This design comes from an exercise in tuning for small area and a short achievable clock period on the open sky130 flow, not from production work.
In this exercise RTL edits were held to simulation tests only and were not proved equivalent to the original.
Power is estimated from default activity; no workload was simulated.

==> design/flow/design.v <==
module omt_pe (
    input  wire        clk,
    input  wire [15:0] asel,        
    input  wire [15:0] bsel,        
    input  wire        fwd_a,       
    input  wire        fwd_b,
    input  wire        pwrite_a,    
    input  wire        wbit,        
    input  wire        rst_b,       
    input  wire        use_w,       
    input  wire [15:0] wmem_n,      
    input  wire [20:16] pw_n,       
    input  wire        wc_n,        
    input  wire        wm_n,        
    input  wire        wf_n,        
    input  wire        wx_n,
    input  wire        wy_n,
    input  wire        mask_mode,
    input  wire        rsel_k,      
    input  wire        rsel_m,      
    input  wire [3:0]  ksel,        
    input  wire        sel_own,     
    input  wire        sel_n,       
    input  wire        sel_e,
    input  wire        sel_s,
    input  wire        sel_w,
    input  wire        bconst,      
    input  wire [7:0]  tt_r,
    input  wire [7:0]  tt_c,
    input  wire        src_n,       
    input  wire        src_e,
    input  wire        src_s,
    input  wire        src_w,
    output reg         b_raw,
    output wire        rbit,
    output wire        f_out,
    output wire        m_out
);
    reg [15:0] mem;
    reg c_r, m_r, f_r, x_r, y_r;
    reg a_raw;
    wire dw;
    wire wr_en;    
    wire rd_a = |(asel & mem);
    wire rd_b = |(bsel & mem);
    always @(posedge clk) begin
        a_raw <= pwrite_a ? wbit : (fwd_a & wr_en) ? dw : rd_a;
        b_raw <= (fwd_b & wr_en) ? dw : rd_b;
    end
    wire b_bit = (sel_own & b_raw) | (sel_n & src_n) | (sel_e & src_e) |
                 (sel_s & src_s) | (sel_w & src_w) | bconst;
    wire k_bit = (ksel[0] & c_r) | (ksel[1] & f_r) | (ksel[2] & x_r) |
                 (ksel[3] & y_r);
    wire [2:0] idx = {a_raw, b_bit, k_bit};
    wire r  = tt_r[idx];
    wire g  = tt_c[idx];
    wire en = mask_mode | m_r;
    assign wr_en = en | use_w;
    assign dw = use_w ? a_raw : r;
    wire dc = use_w ? a_raw : g;
    wire dm = rst_b | (use_w ? a_raw : r);
    integer j;
    always @(posedge clk) begin
        for (j = 0; j < 16; j = j + 1)
            if (!wmem_n[j] & wr_en)
                mem[j] <= dw;
        if (!(pw_n[16] & (wc_n | ~en))) c_r <= dc;
        if (!(pw_n[17] & wm_n))          m_r <= dm;
        if (!(pw_n[18] & (wf_n | ~en))) f_r <= dw;
        if (!(pw_n[19] & (wx_n | ~en))) x_r <= dw;
        if (!(pw_n[20] & (wy_n | ~en))) y_r <= dw;
    end
    assign rbit = a_raw | (rsel_k & k_bit) | (rsel_m & m_r);
    assign f_out = f_r;
    assign m_out = m_r;
endmodule
module omt_beacon (
    input  wire        clk,
    input  wire        rst,
    input  wire        req,         
    input  wire [63:0] f,
    input  wire [63:0] m,
    output reg         valid,
    output reg         res_or,
    output reg  [6:0]  count,
    output reg  [5:0]  first,
    output reg         none
);
    wire [63:0] resp = f & m;
    reg [3:0] rcnt [0:7];
    reg [2:0] rfst [0:7];
    reg       v1;
    integer r, i;
    reg [3:0] c8;
    reg [2:0] f8;
    always @(posedge clk) begin
        v1 <= req & ~rst;
        for (r = 0; r < 8; r = r + 1) begin
            c8 = 4'd0;
            f8 = 3'd0;
            for (i = 0; i < 8; i = i + 1)
                c8 = c8 + {3'd0, resp[8*r+i]};
            for (i = 7; i >= 0; i = i - 1)
                if (resp[8*r+i]) f8 = i[2:0];
            rcnt[r] <= c8;
            rfst[r] <= f8;
        end
    end
    reg [5:0] hcnt [0:1];
    reg [4:0] hfst [0:1];
    reg       hany [0:1];
    reg       v2;
    integer h;
    reg [5:0] c32;
    reg [4:0] f32;
    reg       a32;
    always @(posedge clk) begin
        v2 <= v1 & ~rst;
        for (h = 0; h < 2; h = h + 1) begin
            c32 = 6'd0;
            f32 = 5'd0;
            a32 = 1'b0;
            for (i = 0; i < 4; i = i + 1)
                c32 = c32 + {2'd0, rcnt[4*h+i]};
            for (i = 3; i >= 0; i = i - 1)
                if (|rcnt[4*h+i]) begin
                    f32 = {i[1:0], rfst[4*h+i]};
                    a32 = 1'b1;
                end
            hcnt[h] <= c32;
            hfst[h] <= f32;
            hany[h] <= a32;
        end
    end
    always @(posedge clk) begin
        valid  <= v2 & ~rst;
        res_or <= hany[0] | hany[1];
        none   <= ~(hany[0] | hany[1]);
        count  <= {1'b0, hcnt[0]} + {1'b0, hcnt[1]};
        first  <= hany[0] ? {1'b0, hfst[0]} : {1'b1, hfst[1]};
    end
endmodule
module omt_pe_tile (
    input  wire         clk,
    input  wire         rst,
    input  wire         cmd_valid,
    input  wire [1:0]   cmd_op,
    input  wire [3:0]   a_addr,
    input  wire [3:0]   b_addr,
    input  wire [3:0]   w_addr,
    input  wire [2:0]   b_src,
    input  wire [1:0]   k_src,
    input  wire [7:0]   tt_r,
    input  wire [7:0]   tt_c,
    input  wire [2:0]   dest,
    input  wire         carry_en,
    input  wire         mask_mode,
    input  wire [1:0]   bcn_req,
    input  wire [7:0]   edge_mode,     
    input  wire [15:0]  b_const,
    input  wire [4:0]   plane_sel,
    input  wire [63:0]  plane_wdata,
    output reg          rd_valid,
    output reg  [63:0]  rd_data,
    output wire         bcn_valid,
    output wire         bcn_or,
    output wire [6:0]   bcn_count,
    output wire [5:0]   bcn_first,
    output wire         bcn_none
);
    localparam ROWS = 8;
    localparam COLS = 8;
    localparam NPE  = ROWS * COLS;
    wire v      = cmd_valid & ~rst;
    wire exec   = v && (cmd_op == 2'd0);
    wire pwrite = v && (cmd_op == 2'd1);
    wire pread  = v && (cmd_op == 2'd2);
    wire [4:0] a_row = pread ? plane_sel : {1'b0, a_addr};
    reg         rst_c, exec_c, pwrite_c, pread_c, bcn_c, mask_c, carry_c;
    reg  [3:0]  w_addr_c;
    reg  [2:0]  dest_c, b_src_c;
    reg  [1:0]  k_src_c;
    reg  [7:0]  edge_c, ttr_c, ttc_c;
    reg  [4:0]  plane_c;
    reg         bconst_c;
    reg  [15:0] asel_c, bsel_c;
    reg         fwd_a_c, fwd_b_c;
    reg  [63:0] wdata_c;
    function writes_row;
        input [4:0] x;
        begin
            writes_row = rst_c ||
                (exec_c && (dest_c == 3'd1) && ({1'b0, w_addr_c} == x)) ||
                (pwrite_c && (plane_c == x));
        end
    endfunction
    integer j;
    always @(posedge clk) begin
        rst_c    <= rst;
        exec_c   <= exec;
        pwrite_c <= pwrite;
        pread_c  <= pread;
        bcn_c    <= exec && (bcn_req == 2'd1 || bcn_req == 2'd2);
        mask_c   <= mask_mode;
        carry_c  <= carry_en;
        w_addr_c <= w_addr;
        dest_c   <= dest;
        b_src_c  <= b_src;
        k_src_c  <= k_src;
        edge_c   <= edge_mode;
        ttr_c    <= tt_r;
        ttc_c    <= tt_c;
        plane_c  <= plane_sel;
        bconst_c <= b_const[b_addr];
        for (j = 0; j < 16; j = j + 1) begin
            asel_c[j] <= (exec || pread) && (a_row == j);
            bsel_c[j] <= exec && (b_addr == j);
        end
        fwd_a_c  <= (exec || pread) && !a_row[4] && writes_row(a_row);
        fwd_b_c  <= exec && writes_row({1'b0, b_addr});
        wdata_c  <= plane_wdata;
    end
    wire bs_own = exec_c && (b_src_c == 3'd0);
    wire bs_n   = exec_c && (b_src_c == 3'd1);
    wire bs_e   = exec_c && (b_src_c == 3'd2);
    wire bs_s   = exec_c && (b_src_c == 3'd3);
    wire bs_w   = exec_c && (b_src_c == 3'd4);
    wire n_wrap = bs_n && (edge_c[1:0] == 2'd1);
    wire n_refl = bs_n && (edge_c[1:0] == 2'd2);
    wire e_wrap = bs_e && (edge_c[3:2] == 2'd1);
    wire e_refl = bs_e && (edge_c[3:2] == 2'd2);
    wire s_wrap = bs_s && (edge_c[5:4] == 2'd1);
    wire s_refl = bs_s && (edge_c[5:4] == 2'd2);
    wire w_wrap = bs_w && (edge_c[7:6] == 2'd1);
    wire w_refl = bs_w && (edge_c[7:6] == 2'd2);
    reg         rst_b, use_w_b, pread_b, bcn_b, mask_b;
    reg  [15:0] wmem_nb;    
    reg  [20:16] pw_nb;     
    reg         rsel_k_b, rsel_m_b;
    reg         wc_nb, wm_nb, wf_nb, wx_nb, wy_nb;     
    reg  [3:0]  ksel_b;
    reg         bs_n_b, bs_e_b, bs_s_b, bs_w_b;
    reg         n_wrap_b, e_wrap_b, s_wrap_b, w_wrap_b;
    reg         own_b, own_n_b, own_e_b, own_s_b, own_w_b;
    reg         own_ne_b, own_nw_b, own_se_b, own_sw_b;
    reg         bconst_b;
    reg  [7:0]  ttr_b, ttc_b;
    always @(posedge clk) begin
        rst_b   <= rst_c;
        use_w_b <= rst_c || pwrite_c;
        pread_b <= pread_c && !rst;
        bcn_b   <= bcn_c && !rst;
        mask_b  <= mask_c;
        for (j = 0; j < 16; j = j + 1)
            wmem_nb[j] <= !writes_row(j);
        for (j = 16; j < 21; j = j + 1) begin
            pw_nb[j]  <= !(rst_c || (pwrite_c && (plane_c == j)));
        end
        rsel_k_b <= pread_c && (plane_c == 5'd16 || plane_c == 5'd18 ||
                                plane_c == 5'd19 || plane_c == 5'd20);
        rsel_m_b <= pread_c && (plane_c == 5'd17);
        wc_nb <= !(exec_c && carry_c);
        wm_nb <= !(exec_c && (dest_c == 3'd5));
        wf_nb <= !(exec_c && (dest_c == 3'd2));
        wx_nb <= !(exec_c && (dest_c == 3'd3));
        wy_nb <= !(exec_c && (dest_c == 3'd4));
        if (pread_c) begin
            ksel_b[0] <= (plane_c == 5'd16);
            ksel_b[1] <= (plane_c == 5'd18);
            ksel_b[2] <= (plane_c == 5'd19);
            ksel_b[3] <= (plane_c == 5'd20);
        end else begin
            for (j = 0; j < 4; j = j + 1)
                ksel_b[j] <= (k_src_c == j);
        end
        bs_n_b   <= bs_n;
        bs_e_b   <= bs_e;
        bs_s_b   <= bs_s;
        bs_w_b   <= bs_w;
        n_wrap_b <= n_wrap;
        e_wrap_b <= e_wrap;
        s_wrap_b <= s_wrap;
        w_wrap_b <= w_wrap;
        own_b    <= bs_own;
        own_n_b  <= bs_own | n_refl;
        own_e_b  <= bs_own | e_refl;
        own_s_b  <= bs_own | s_refl;
        own_w_b  <= bs_own | w_refl;
        own_ne_b <= bs_own | n_refl | e_refl;
        own_nw_b <= bs_own | n_refl | w_refl;
        own_se_b <= bs_own | s_refl | e_refl;
        own_sw_b <= bs_own | s_refl | w_refl;
        bconst_b <= exec_c && (b_src_c == 3'd6) && bconst_c;
        ttr_b    <= ttr_c;
        ttc_b    <= ttc_c;
    end
    wire [NPE-1:0] braw;
    wire [NPE-1:0] f_all;
    wire [NPE-1:0] m_all;
    wire [NPE-1:0] rbit;
    genvar r, c;
    generate
        for (r = 0; r < ROWS; r = r + 1) begin : g_row
            for (c = 0; c < COLS; c = c + 1) begin : g_col
                localparam P = r * COLS + c;
                wire sn, se, ss, sw, so, xn, xe, xs, xw;
                assign sn = (r > 0) ? bs_n_b : n_wrap_b;
                assign xn = (r > 0) ? braw[P - COLS] : braw[(ROWS-1)*COLS + c];
                assign se = (c < COLS-1) ? bs_e_b : e_wrap_b;
                assign xe = (c < COLS-1) ? braw[P + 1] : braw[r*COLS];
                assign ss = (r < ROWS-1) ? bs_s_b : s_wrap_b;
                assign xs = (r < ROWS-1) ? braw[P + COLS] : braw[c];
                assign sw = (c > 0) ? bs_w_b : w_wrap_b;
                assign xw = (c > 0) ? braw[P - 1] : braw[r*COLS + COLS-1];
                assign so = (r == 0 && c == COLS-1) ? own_ne_b :
                            (r == 0 && c == 0)      ? own_nw_b :
                            (r == ROWS-1 && c == COLS-1) ? own_se_b :
                            (r == ROWS-1 && c == 0) ? own_sw_b :
                            (r == 0)        ? own_n_b :
                            (c == COLS-1)   ? own_e_b :
                            (r == ROWS-1)   ? own_s_b :
                            (c == 0)        ? own_w_b : own_b;
                omt_pe u_pe (
                    .clk       (clk),
                    .asel      (asel_c),
                    .bsel      (bsel_c),
                    .fwd_a     (fwd_a_c),
                    .fwd_b     (fwd_b_c),
                    .pwrite_a  (pwrite_c),
                    .wbit      (wdata_c[P]),
                    .rst_b     (rst_b),
                    .use_w     (use_w_b),
                    .wmem_n    (wmem_nb),
                    .pw_n      (pw_nb),
                    .wc_n      (wc_nb),
                    .wm_n      (wm_nb),
                    .wf_n      (wf_nb),
                    .wx_n      (wx_nb),
                    .wy_n      (wy_nb),
                    .mask_mode (mask_b),
                    .rsel_k    (rsel_k_b),
                    .rsel_m    (rsel_m_b),
                    .ksel      (ksel_b),
                    .sel_own   (so),
                    .sel_n     (sn),
                    .sel_e     (se),
                    .sel_s     (ss),
                    .sel_w     (sw),
                    .bconst    (bconst_b),
                    .tt_r      (ttr_b),
                    .tt_c      (ttc_b),
                    .src_n     (xn),
                    .src_e     (xe),
                    .src_s     (xs),
                    .src_w     (xw),
                    .b_raw     (braw[P]),
                    .rbit      (rbit[P]),
                    .f_out     (f_all[P]),
                    .m_out     (m_all[P])
                );
            end
        end
    endgenerate
    always @(posedge clk) begin
        rd_valid <= pread_b & ~rst;
        rd_data  <= rbit;
    end
    reg bcn_q2;
    always @(posedge clk)
        bcn_q2 <= bcn_b & ~rst;
    omt_beacon u_beacon (
        .clk   (clk),
        .rst   (rst),
        .req   (bcn_q2),
        .f     (f_all),
        .m     (m_all),
        .valid (bcn_valid),
        .res_or(bcn_or),
        .count (bcn_count),
        .first (bcn_first),
        .none  (bcn_none)
    );
endmodule
==> design/flow/flow/run.sh <==
#!/bin/bash
# Layout flow: the standard ORFS flow (standard.sh), with these changes
# to how the layout is made:
#  - synthesis maps the logic with an area-oriented ABC script
#    (flow/abc_area_nf.script) in place of ORFS's abc_speed.script; the
#    rest of the synthesis (registers included) is the standard one;
#  - sky130_fd_sc_hd__a222oi_1 is added to the platform's don't-use cells
#    (it has no stronger size, so the timing repair cannot fix it when it
#    ends up driving a long wire);
#  - ports are buffered with sky130_fd_sc_hd__buf_1 (resized later by the
#    timing repair where needed).
# Each tool's output is in the ORFS logs under orfs/logs/; make's own output
# is in flow_make.log.
set -euo pipefail
W=$(pwd)
rm -rf "$W/flow_scripts"
cp -r "$FLOW_HOME/scripts" "$W/flow_scripts"
cp "$W/flow/abc_area_nf.script" "$W/flow_scripts/abc_speed.script"
DU="$(sed -n '/DONT_USE_CELLS/,/^$/p' "$FLOW_HOME/platforms/sky130hd/config.mk" \
      | grep -o 'sky130_fd_sc_hd__[a-z0-9_]*' | tr '\n' ' ')sky130_fd_sc_hd__a222oi_1"
echo "DONT_USE_CELLS=$DU" > "$W/flow_dont_use.txt"
bash "$W/standard.sh" SCRIPTS_DIR="$W/flow_scripts" \
    BUFFER_PORTS_ARGS="-buffer_cell sky130_fd_sc_hd__buf_1" \
    DONT_USE_CELLS="$DU" finish \
    > "$W/flow_make.log" 2>&1
==> design/flow/flow/abc_area_nf.script <==
&get -n
&st
&dch -f
&nf -R 1000 -a
&put
==> design/flow/standard.sh <==
#!/bin/bash
# synth_recipe.tcl (not shown) runs the flow's synth.tcl, then flattens the netlist and writes it again
# the make line also repeats each setting of config.mk as NAME=value (left out here)
make -C /OpenROAD-flow-scripts/flow DESIGN_CONFIG=/design/flow/config.mk WORK_HOME=/design/flow/orfs CLKGATE_MAP_FILE= SYNTH_SCRIPT=/design/flow/synth_recipe.tcl "${@:-finish}"
==> design/flow/config.mk <==
export PLATFORM = sky130hd
export DESIGN_NAME = omt_pe_tile
export DESIGN_NICKNAME = omt_pe_tile
export VERILOG_FILES = /design/flow/design.v
export SDC_FILE = /design/flow/constraint.sdc
export NUM_CORES = 8
export LEC_CHECK = 0
export CAP_MARGIN = 35
export CORE_MARGIN = 2
export CORE_UTILIZATION = 30
export CTS_CLUSTER_DIAMETER = 90
export CTS_CLUSTER_SIZE = 24
export PLACE_DENSITY = 0.45
export SETUP_SLACK_MARGIN = 4.95
export SLEW_MARGIN = 20
==> design/flow/constraint.sdc <==
create_clock -name core_clock -period 8.0 [get_ports {clk}]
set_input_delay 1.6000 -clock core_clock [delete_from_list [all_inputs] [get_ports {clk}]]
set_output_delay 1.6000 -clock core_clock [all_outputs]
set_load 0.01 [all_outputs]
==> out/metrics.yaml <==
critical_path:
  crit_path_end_kind: "flop"
  slowest_stage: "dfxtp_4"
  path_class: "reg2reg"
  worstSetupStartpointType: "flop"
  max_stage_delay_ns: 0.74
  cp_max_fo: 26
  crit_chain: "buf_4 -> buf_4 -> a22oi_1 -> nand4_1 -> o21ai_0 -> nand2_1"
  cp.arrival_ns: 3.95
  crit_top_cell: "buf_4"
  critPathRequiredTime_ns: 8.78
power_and_ir_drop:
  p_switching_uw: 7240
  p_int_uw: 16100
  power.total_uw: 23300
  clockPowerShare_pct: 30.5
  irDropWorstVdd_mv: 0.191
  p_leak_uw: 0.0342
  seqPwrFrac_pct: 53.3
  combPwrFrac_pct: 16.2
  sw_frac_of_total_pct: 31.0
  power.density_nw_per_um2: 234
timing:
  period_share_pct: 39.6
  final-setup-viol-count: 0
  fmaxAchievable_mhz: 316
  slew_violations: 0
  rsz0062_at_grt: "yes"
  skew_ns: 0.0753
  setup_slack_ns: 4.83
  timing.final.crit_period_ns: 3.17
  relSlewSlack_pct: 28.0
  worst_pin_slew_ns: 1.08
  finalSetupTns_ns: 0
  hold_viol: 0
detailed_routing:
  antenna_left: 0
  drtIter0Drc: 11700
  routed_wirelength_um: 446000
  drc: 0
  viasPerCell: 6.42
  vias: 75300
  wl_per_cell_um: 38.0
  first_pass_iters: 8
layout:
  drive_above_1_share_pct: 11.9
  area.growth.synth_to_final_pct: 16.0
  regArea_um2: 50900
  multi_input_comb_area_um2: 35500
  nets: 8089
  n_fill_cell: 28500
global_routing:
  grt_max_degree: 148
  grt_pass1_wl_um: 598000
  antenna_found_initial: 33
  use_met1_pct: 38.6
  use_met2_pct: 44.2
  use_met3_pct: 6.65
  gr-total-overflow: 0
  globalRoute.busiestLayer: "met2"
  grt.total_usage_pct: 29.3
  grt_pass1_vias: 71600
synth:
  ys_types: 45
  async_flop_share_pct: 0
  netlist_area_um2: 86100
  yosysWarnings: 8
  synth.avg_cell_area_um2: 12.0
  syn_inst: 7191
  ys_seq_area_share_pct: 58.7
  syn-num-nets: 7428
  synth_edf_count: 1344
  ys.flop_type: "edfxtp_1"
  synth_seq_cells: 1854
floorplan:
  start_util_pct: 30.2
  core_um2: 285000
  die_x_um: 540
  rows: 196
  dieArea_um2: 291000
  ios: 219
  die_h_um: 540
clock_network:
  clock_latency_ns: 0.94
  clkTransAtPathRegs_ns: 0.09
  htree_levels: 3
  cts_root_buffer: "clkbuf_16"
  tritoncts: "built"
  cts.sinks: 1854
  ctsHoldBuffers: 0
  clockBufferDepth: 4
  numCtsBuffers: 119
place:
  portBuffers: 218
  place_congestion: 0.906
  pre_cts_ws_ns: 4.30
  dp_hpwl_um: 259000
outcome:
  outcome: "complete, no violations"
run:
  maxCapViolCount: 0
min_path:
  min_path_type: "reg2reg"
## sequential cells by signal, summed over array words and instances (netlist names), 24 cells and up
register,cells
g_row.g_col.u_pe.y_r,64
rd_data,64
u_beacon.rfst,24
g_row.g_col.u_pe.a_raw,64
g_row.g_col.u_pe.m_r,64
g_row.g_col.u_pe.c_r,64
g_row.g_col.u_pe.f_r,64
g_row.g_col.u_pe.x_r,64
wdata_c,64
g_row.g_col.u_pe.b_raw,64
u_beacon.rcnt,32
g_row.g_col.u_pe.mem,1024
## through the flow
stage / cell area, um^2 / cells / util [%] / hold slack, ns
finish: 99900 / 11700 / 35.0 / 0.330
global route: 99900 / 11700 / 35.0 / 0.340
CTS: 99400 / 11700 / 34.8 / 0.332
detailed placement: 94600 / 11400 / 33.2 / 0.312
global placement: 94300 / 11400 / 33.0 / 0.311
floorplan: 86400 / 7191 / - / 0.310
## cells by family after synthesis
group	Yosys count	synth area share (%)
buffers and inverters	119	0.519
AO/OA/AOI/OAI	2175	17.7
adder cells (fa/ha/maj)	99	1.83
flip-flops	1854	58.7
multiplexers	649	9.41
XOR/XNOR	33	0.336
AND/OR/NAND/NOR	2262	11.5
## worst max-delay path, delay by kind of cell, from the launching register on
family | cells | cell delay, ns
AND/OR/NAND/NOR | 2 | 0.43
AO/OA/AOI/OAI | 2 | 0.29
buffers and inverters | 2 | 1.37
flip-flops | 1 | 0.74
## cell usage after synthesis, drive strengths merged, types with 67 or more instances
cell | count | share of area (%)
mux2i | 516 | 6.0
a22o | 188 | 1.9
dfxtp | 510 | 12
nand2 | 405 | 1.8
a21oi | 161 | 0.94
edfxtp | 1344 | 47
mux4 | 128 | 3.3
nand3 | 164 | 0.95
nor2 | 1195 | 5.2
clkinv | 119 | 0.52
a22oi | 916 | 8.0
nand4 | 168 | 1.2
o21ai | 503 | 2.9
or2 | 67 | 0.49
a221oi | 186 | 1.9
nor3 | 81 | 0.47
## placed cells by master (no fill, tap or decap), drive strengths merged, types with 164 or more instances in the layout
cell type,count
edfxtp,1344
nor2,1195
a22oi,916
buf,537
mux2i,516
dfxtp,510
o21ai,503
nand2,405
a22o,188
a221oi,186
nand4,168
nand3,164
## path summary, 6_finish.rpt
check	from	end	slack, ns	depth (start not counted)
max	bsel_c[15]$_DFF_P_	g_row[1].g_col[5].u_pe.b_raw$_DFF_P_	4.83	6
min	mask_c$_DFF_P_	mask_b$_DFF_P_	0.33	0
max reg2reg	bsel_c[15]$_DFF_P_	g_row[1].g_col[5].u_pe.b_raw$_DFF_P_	4.83	6
min reg2reg	mask_c$_DFF_P_	mask_b$_DFF_P_	0.33	0
## cell type report
cell class,count,share of cell area [%]
Sequential cell,1854,51.0
Multi-Input combinational cell,5218,35.6
Tap cell,3762,4.71
Timing Repair Buffer,540,4.04
Clock buffer,148,3.28
Clock inverter,72,0.930
Inverter,119,0.457
Antenna cell,20,0.0501
## repair_timing
item	4_1_cts	5_1_grt
cloned	0	3
pin swaps	9	32
buffers inserted	27	21
endpoints found under the setup margin	1109	69
endpoints found under the hold margin	0	0
gates resized for setup	150	49
## routing by layer
metal  share of wire (%)  routed length [um]
met1                  39              176000
met2                  43              192000
met3                  11               49000
met4                 6.7               29900
met5               0.028                 125
## power groups by stage
stage	combinational [uW]	sequential (uW)	clock [uW]
after floorplan	1990	12400	0
after global placement	3480	12700	0
after detailed placement	3580	12600	0
after CTS	3690	12400	7230
after global routing	4030	12500	7540
final	3770	12400	7130

## re-timing with driven ports
How much do the figures lean on ideal ports? The routed layout below was timed once more, with nothing changed but the port constraints.
Step 1: set_driving_cell puts a clkbuf_16 on clk and a buf_2 on each other input, an assumption about the parent block.
Step 2 also shifts input and output timing later by t, the mid clock arrival at the registers, as if the neighbouring blocks saw the same clock.
Three values: ideal, step 1, step 2; two values: the first two.
shift t [ns]: 1.019
setup WS [ns]: 4.831 / 4.831 / 4.445
latest minus earliest clock arrival (ns): 0.084 / 0.084
worst register clock-pin slew, ns: 0.11 / 0.11
cell pins on the clock port's net: 1
After both steps this run still meets setup and hold. The setup slack of this run moves by 0.000 ns with the drivers and by -0.386 ns with both steps.
